This is an optimization exercise on Yosys and OpenROAD, whose aim is small area, a short achievable clock period and few clock cycles per item, not a production implementation. In this exercise RTL edits were held to simulation tests only and were not proved equivalent to the original.

## east
Design loop_slot_unit, start of the top module:
module loop_slot_unit (
    input  wire        clk,
    input  wire        rst,
    input  wire        in_valid,
    output wire        in_ready,
    input  wire [2:0]  typ,
    input  wire [3:0]  fmt,
    input  wire        lim_src,
    input  wire [7:0]  signs,
    input  wire        hold,
    input  wire        start,
    input  wire [31:0] a,
    input  wire [31:0] b,
    input  wire [31:0] c,
    input  wire [31:0] d,
    input  wire [31:0] p0,
    input  wire [31:0] p1,
    input  wire [31:0] p2,
    input  wire [31:0] p3,
    input  wire [31:0] p4,
    input  wire [31:0] p5,
    input  wire [15:0] p6,
    input  wire [31:0] st_out,
    input  wire [31:0] st_i,
    input  wire [7:0]  gov_gap,
    input  wire [7:0]  gov_win,
    output reg         out_valid,
    output reg  [31:0] out,
    output reg  [31:0] aux,
    output reg  [5:0]  flags
);
Size: roughly 8800 cells after synthesis, roughly 510 I/O pins, about 84000 um2 of cells after synthesis.
clock: 44.0 ns
lec_check: 0
cap_margin: 20
cell_pad_in_sites_detail_placement: 2
cell_pad_in_sites_global_placement: 2
core_margin: 2
core_utilization: 25
slew_margin: 20
synth_hierarchical: 1
synth_minimum_keep_size: 0
standard.sh (not shown) runs the stock make flow with config.mk's settings and CLKGATE_MAP_FILE= SYNTH_SCRIPT=/design/flow/synth_recipe.tcl, a recipe that flattens the netlist after the stock synthesis.
==> flow/flow/run.sh <==
#!/bin/bash
set -euo pipefail
bash standard.sh SETUP_SLACK_MARGIN=34.5 SKIP_GATE_CLONING=1 MATCH_CELL_FOOTPRINT=0 finish > standard.log 2>&1
east: full flow OK, the timing, design-rule and antenna checks passed
Testbench counts of east, summed over its fixed seeds: cycles 37,310, items 32,000.
The inputs of middle differ from those of east as listed below.
diff --git a/flow/design.v b/flow/design.v
--- a/flow/design.v
+++ b/flow/design.v
@@ -2986,31 +2986,34 @@
     end
     wire        q_ov = ~((&q64[63:31]) | ~(|q64[63:31]));
     wire [31:0] q    = q_ov ? (q64[63] ? 32'h8000_0000 : 32'h7fff_ffff) : q64[31:0];
     wire md2_pi0   = md2 == M_PI0;
     wire md2_pi1   = md2 == M_PI1;
     wire md2_scale = md2 == M_SCALE;
     wire windup = md2_pi0 & ((ge2 & ~q[31] & (|q)) | (le2 & q[31]));
     wire [31:0] s3_sum, s3_z;
     wire        s3_ov, s3_act;
-    lsu_addclamp u_s3 (.x(q), .y(md2_pi1 ? aux : w2), .wu(windup), .lo(lo2), .hi(hi2),
+    reg  [31:0] i3;
+    reg         int3, aov3;
+    lsu_addclamp u_s3 (.x(q), .y(md2_pi1 ? i3 : w2), .wu(windup), .lo(lo2), .hi(hi2),
                        .s(s3_sum), .z(s3_z), .ov(s3_ov), .act(s3_act));
     always @(posedge clk) begin
+        i3   <= h2 ? w2 : s3_z;
+        int3 <= ~h2 & (windup | s3_act);
+        aov3 <= eov2 | (~h2 & (q_ov | s3_ov));
+    end
+    always @(posedge clk) begin
         if (rst) out_valid <= 1'b0;
         else     out_valid <= v2;
-        if (md2_pi0) begin
-            out   <= s3_z;       
-            aux   <= h2 ? w2 : s3_z;
-            flags <= {3'd0, ~h2 & (windup | s3_act), 1'b0,
-                      eov2 | (~h2 & (q_ov | s3_ov))};
-        end else if (md2_pi1) begin
+        if (md2_pi1) begin
             out   <= s3_z;
-            flags <= {3'd0, flags[F_INT], s3_act, flags[F_AOV] | q_ov | s3_ov};
+            aux   <= i3;
+            flags <= {3'd0, int3, s3_act, aov3 | q_ov | s3_ov};
         end else if (md2_scale) begin
             out   <= s3_sum;
             aux   <= 32'd0;
             flags <= {5'd0, q_ov | s3_ov};
         end else begin
             out   <= pr2[31:0];
             aux   <= pr2[63:32];
             flags <= fl2;
         end
Findings:
From east to middle the numbers moved as follows: peak clock frequency supported by timing higher, area of all placed cells without fillers has increased, flip-flop and latch count went up. Smallest setup slack after layout: middle better than east. Total number of placement rows ended up 0.47% higher on middle than on east. Comparing the two runs side by side, middle comes out ahead of east on clock skew after layout. Summary of middle over east: synthesized cell area up about 1.1%; minimum hold slack up 0.017 ns. east has a lower count of non-filler cells in the finished layout than middle.
Testbench counts of middle, summed over its fixed seeds: cycles 37,310, items 32,000.

[port drivers added, routing unchanged]
The flow's constraints put no driver on any port. The routed layouts listed below were extracted and timed again, unchanged, in two steps. Step 1 assumes that a clkbuf_16 drives the clock port and a buf_2 every other input. Step 2 times the ports against the registers' clock, not the clock port: input delays grow and output delays shrink by t, the midpoint of the rising clock arrivals with the driver on. Slacks: ideal ports / drivers / drivers and shift; pairs: ideal ports / drivers.
| run | t (ns) | slack for setup (ns) | worst slew at a driven data input, ns |
|---|---|---|---|
| east | 0.951 | 33.568 / 33.484 / 33.497 | 0.18 |
| middle | 0.977 | 33.805 / 33.698 / 33.087 | 0.09 |
After both steps every run listed still meets setup and hold. The setup slack of middle, which loses most, moves by -0.107 ns with the drivers and by -0.718 ns with both steps.
